This design comes from an exercise in tuning for small area, a short achievable clock period and few clock cycles per item on the open sky130 flow, not from production work. Function was checked by simulation only, so behaviour that the tests miss may differ from the original. No activity file was given, so power comes from the tool's default toggle rates.

==> run X: inputs <==
==> flow/design.v (excerpt) <==
module voler_agu (
    input  wire        clk,
    input  wire        rst,
    input  wire        in_valid,
    output wire        in_ready,
    input  wire [31:0] in_instr,
    input  wire [23:0] in_d,
    input  wire [14:0] in_base,
    output reg         out_valid,
    output reg  [14:0] out_addr0,
    output reg  [14:0] out_addr1,
    output reg  [14:0] out_addr2,
    output wire [23:0] out_data
);
Settings: LEC_CHECK=0, CAP_MARGIN=40, CORE_MARGIN=2, CORE_UTILIZATION=45, SETUP_SLACK_MARGIN=5, SLEW_MARGIN=40; clock period 10.0 ns.
run.sh (not shown) runs the stock make flow with config.mk's settings and CLKGATE_MAP_FILE= SYNTH_SCRIPT=/design/flow/synth_recipe.tcl, a recipe that flattens the netlist after the stock synthesis.
==> run K: changes against run X <==
--- a/flow/design.v
+++ b/flow/design.v
@@ -7,17 +7,14 @@
     input  wire [23:0] in_d,
     input  wire [14:0] in_base,
     output reg         out_valid,
     output reg  [14:0] out_addr0,
     output reg  [14:0] out_addr1,
     output reg  [14:0] out_addr2,
-    output wire [23:0] out_data
+    output reg  [23:0] out_data
 );
-    reg [14:0] out_d;
-    reg        out_sgn;
-    assign out_data = {{9{out_sgn}}, out_d};
     localparam [7:0] OP_DSTART = 8'h03;
     localparam [7:0] OP_LDA    = 8'h12;
     localparam [7:0] OP_MVA    = 8'h13;
     localparam [7:0] OP_LD     = 8'h20;
     localparam [7:0] OP_ST     = 8'h21;
     localparam [7:0] OP_LD2    = 8'h22;
@@ -117,64 +114,52 @@
             b_m  = b_m  | ({15{e_sb[k]}} & m_r[k]);
             b_l  = b_l  | ({15{e_sb[k]}} & lp_r[k]);
             b_b  = b_b  | ({15{e_sb[k]}} & b_r[k]);
             b_pd = b_pd | (e_sb[k] & pend[k]);
         end
     end
-    function automatic [30:0] step;
+    function automatic [15:0] step;
         input [14:0] p;
         input [15:0] s;
         input [14:0] la;
         input [14:0] lp;
         input        pd;
         input [14:0] b;
-        reg   [17:0] xp, xs, xb, xl, s1, c1, s2, c2, dhi, dlo;
-        reg   [14:0] l, t1, k1, t2, k2, q, rhi, rlo;
+        reg   [17:0] dhi, dlo;
+        reg   [14:0] q, rhi, rlo;
         reg          nz, chi, clo;
         begin
-            xp  = {3'b000, p};
-            xs  = {{2{s[15]}}, s};
-            xb  = ~{3'b000, b};
-            xl  = ~{3'b000, la};
-            s1  = xp ^ xs ^ xb;
-            c1  = {(xp[16:0] & xs[16:0]) | (xp[16:0] & xb[16:0]) | (xs[16:0] & xb[16:0]), 1'b1};
-            s2  = s1 ^ c1 ^ xl;
-            c2  = {(s1[16:0] & c1[16:0]) | (s1[16:0] & xl[16:0]) | (c1[16:0] & xl[16:0]), 1'b1};
-            dhi = s2 + c2;                   
-            dlo = s1 + c1;                   
+            dhi = {3'b000, p} + {{2{s[15]}}, s} - {3'b000, b} - {3'b000, la};
+            dlo = {3'b000, p} + {{2{s[15]}}, s} - {3'b000, b};
+            q   = p + s[14:0];
+            rhi = p + s[14:0] - la;
+            rlo = p + s[14:0] + (pd ? lp : la);
+            nz  = |la;
             chi = !dhi[17];
             clo = dlo[17];
-            l   = pd ? lp : la;
-            t1  = p ^ s[14:0] ^ ~la;
-            k1  = {(p[13:0] & s[13:0]) | (p[13:0] & ~la[13:0]) | (s[13:0] & ~la[13:0]), 1'b1};
-            rhi = t1 + k1;
-            t2  = p ^ s[14:0] ^ l;
-            k2  = {(p[13:0] & s[13:0]) | (p[13:0] & l[13:0]) | (s[13:0] & l[13:0]), 1'b0};
-            rlo = t2 + k2;
-            q   = p + s[14:0];
-            nz  = |la;
-            if (nz && chi)      step = {q, 1'b1, rhi};
-            else if (nz && clo) step = {q, 1'b1, rlo};
-            else                step = {q, 1'b0, q};
+            if (nz && chi)      step = {1'b1, rhi};
+            else if (nz && clo) step = {1'b1, rlo};
+            else                step = {1'b0, q};
         end
     endfunction
     wire [15:0] a_s = e_a_n ? a_n : (e_a_neg ? 16'hFFFF : 16'd1);
     wire [15:0] b_s = e_b_n ? b_n : (e_b_neg ? 16'hFFFF : 16'd1);
     wire [15:0] c_s = e_c_neg ? 16'hFFFF : 16'd1;
-    wire [30:0] a_st = step(a_p, a_s, a_m, a_l, a_pd, a_b);
-    wire [30:0] b_st = step(b_p, b_s, b_m, b_l, b_pd, b_b);
-    wire [30:0] c_st = step(b_p, c_s, b_m, b_l, 1'b0, b_b);
-    wire [14:0] a_ea = e_a_ea ? a_st[30:16] : a_p;
-    wire [14:0] b_ea = e_b_ea ? b_st[30:16] : b_p;
+    wire [15:0] a_st = step(a_p, a_s, a_m, a_l, a_pd, a_b);
+    wire [15:0] b_st = step(b_p, b_s, b_m, b_l, b_pd, b_b);
+    wire [15:0] c_st = step(b_p, c_s, b_m, b_l, 1'b0, b_b);
+    wire [14:0] a_ea = e_a_ea ? (a_p + a_n[14:0]) : a_p;
+    wire [14:0] b_ea = e_b_ea ? (b_p + b_n[14:0]) : b_p;
     wire a_mz = (a_m == 15'd0);
     always @(posedge clk) begin
         for (k = 0; k < 8; k = k + 1) begin
             if (rst) begin
                 p_r[k]  <= 15'd0;
                 n_r[k]  <= 16'd0;
                 m_r[k]  <= 15'd0;
+                lp_r[k] <= 15'd0;
                 b_r[k]  <= 15'd0;
                 pend[k] <= 1'b0;
             end else begin
                 if (e_sb[k] && e_b_upd)
                     p_r[k] <= b_st[14:0];
                 else if (e_sa[k] && e_a_upd)
@@ -182,36 +167,35 @@
                 else if (e_sa[k] && e_wp)
                     p_r[k] <= e_v[14:0];
                 if (e_sa[k] && e_wn)
                     n_r[k] <= e_v;
                 if (e_sa[k] && e_wb)
                     b_r[k] <= e_v[14:0];
-                if (pend[k] && ((e_sa[k] && ((e_a_upd && a_st[15]) || e_wp)) ||
-                                (e_sb[k] && e_b_upd && b_st[15])))
-                    m_r[k] <= lp_r[k];
-                else if (e_sa[k] && e_wm && a_mz)
-                    m_r[k] <= e_v[14:0];
-                if (e_dst)
+                if (e_dst) begin
                     pend[k] <= 1'b0;
-                else if (e_sa[k] && e_wm)
-                    pend[k] <= !a_mz;
-                else if ((e_sa[k] && ((e_a_upd && a_st[15]) || e_wp)) ||
-                         (e_sb[k] && e_b_upd && b_st[15]))
+                end else if (pend[k] && ((e_sa[k] && ((e_a_upd && a_st[15]) || e_wp)) ||
+                                         (e_sb[k] && e_b_upd && b_st[15]))) begin
+                    m_r[k]  <= lp_r[k];
                     pend[k] <= 1'b0;
+                end else if (e_sa[k] && e_wm) begin
+                    if (a_mz) begin
+                        m_r[k]  <= e_v[14:0];
+                        pend[k] <= 1'b0;
+                    end else begin
+                        lp_r[k] <= e_v[14:0];
+                        pend[k] <= 1'b1;
+                    end
+                end
             end
         end
-    end
-    always @(posedge clk) begin
-        for (k = 0; k < 8; k = k + 1)
-            if (!rst && e_sa[k] && e_wm && !a_mz)
-                lp_r[k] <= e_v[14:0];
     end
     always @(posedge clk) begin
         out_valid <= !rst && e_res;
         out_addr0 <= e_o0 ? a_ea : 15'd0;
         out_addr1 <= e_o1 ? b_ea : 15'd0;
         out_addr2 <= e_mv ? c_st[14:0] : 15'd0;
-        out_d     <= ({15{e_rp}} & a_p) | ({15{e_rn}} & a_n[14:0]) |
-                     ({15{e_rm}} & a_m) | ({15{e_rb}} & a_b);
-        out_sgn   <= e_rn && a_n[15];
+        out_data  <= ({24{e_rp}} & {9'd0, a_p}) |
+                     ({24{e_rn}} & {{8{a_n[15]}}, a_n}) |
+                     ({24{e_rm}} & {9'd0, a_m}) |
+                     ({24{e_rb}} & {9'd0, a_b});
     end
 endmodule
- CAP_MARGIN: 40 -> 20
- CORE_UTILIZATION: 45 -> 30
- SETUP_SLACK_MARGIN: 5 -> not set
- SLEW_MARGIN: 40 -> 20
==> run summary <==
Of run K and run X, run X has the higher via count (gap about 2.2%, measured against run X). Between run X and run K, the lower clock skew is in run K (gap 17 ps). Of run K and run X, run X has the higher global-route usage (gap 15 points). Critical path depth: run K is higher than run X (6). Run K went through all stages and came out clean. Run X ran to the end with no violations. Between run X and run K, the lower register-to-register slack is in run K (gap 3400 ps). Of run X and run K, run K has the higher combinational power (gap about 0.7%, measured against run K). In run X the wire length is larger than in run K, by about 8%. Of run K and run X, run K has the higher die area (gap 51%, measured against run X).
==> figures <==
	run X	run K
Outcome	no timing/DRC/antenna violations	no timing/DRC/antenna violations
Worst Hold End	b_r[2][3]	out_valid
Total Nets Final	6,560	6,515
Worst setup endpoint	m_r[7][2]	m_r[7][13]
Total area of sequential cells	0.0159 mm^2	0.0147 mm^2
Met1 demand-to-capacity share in global routing	0.499	0.315
Proportion of cell area spent on the clock network	0.0499	0.0545
Cell Int Power	5260 uW	5210 uW
Average wire length per cell after detail routing	32.6 um	27.3 um
Standard-cell row count	121	149
Fill cells	9,581	17.1k
Non-clock buffer count in the final layout	670	267
Unrepaired setup endpoints after global routing	yes	no
Cell area after synthesis	0.0494 mm^2	0.0498 mm^2
Vias per cell	6.96	6.14
Y dimension of the die	335 um	411 um
Post-detailed-placement cell area	0.0517 mm^2	0.0527 mm^2
Testbench counts of run X, summed over its fixed seeds: cycles 160,016, items 160,000.
Testbench counts of run K, summed over its fixed seeds: cycles 160,016, items 160,000.

## port drivers added, routing unchanged
In the flow no input, the clock included, has a driving cell. The finished layouts below were timed again as built, in two steps.
Step 1, drivers: a clkbuf_16 drives clk and a buf_2 each remaining input, both assumed.
Step 2 also shifts input and output timing later by t, the mid clock arrival at the registers, as if the neighbouring blocks saw the same clock.
a / b / c = ideal / step 1 / step 2; a / b = the first two.
run | t, ns | slack for setup (ns) | hold slack, ns | worst setup path after step 2
run X | 0.771 | 4.797 / 4.797 / 4.797 | 0.469 / 0.469 / 0.469 | register to register
run K | 0.788 | 1.403 / 1.403 / 1.403 | 0.457 / 0.457 / 0.457 | register to register
After both steps setup and hold are still met in every run listed.
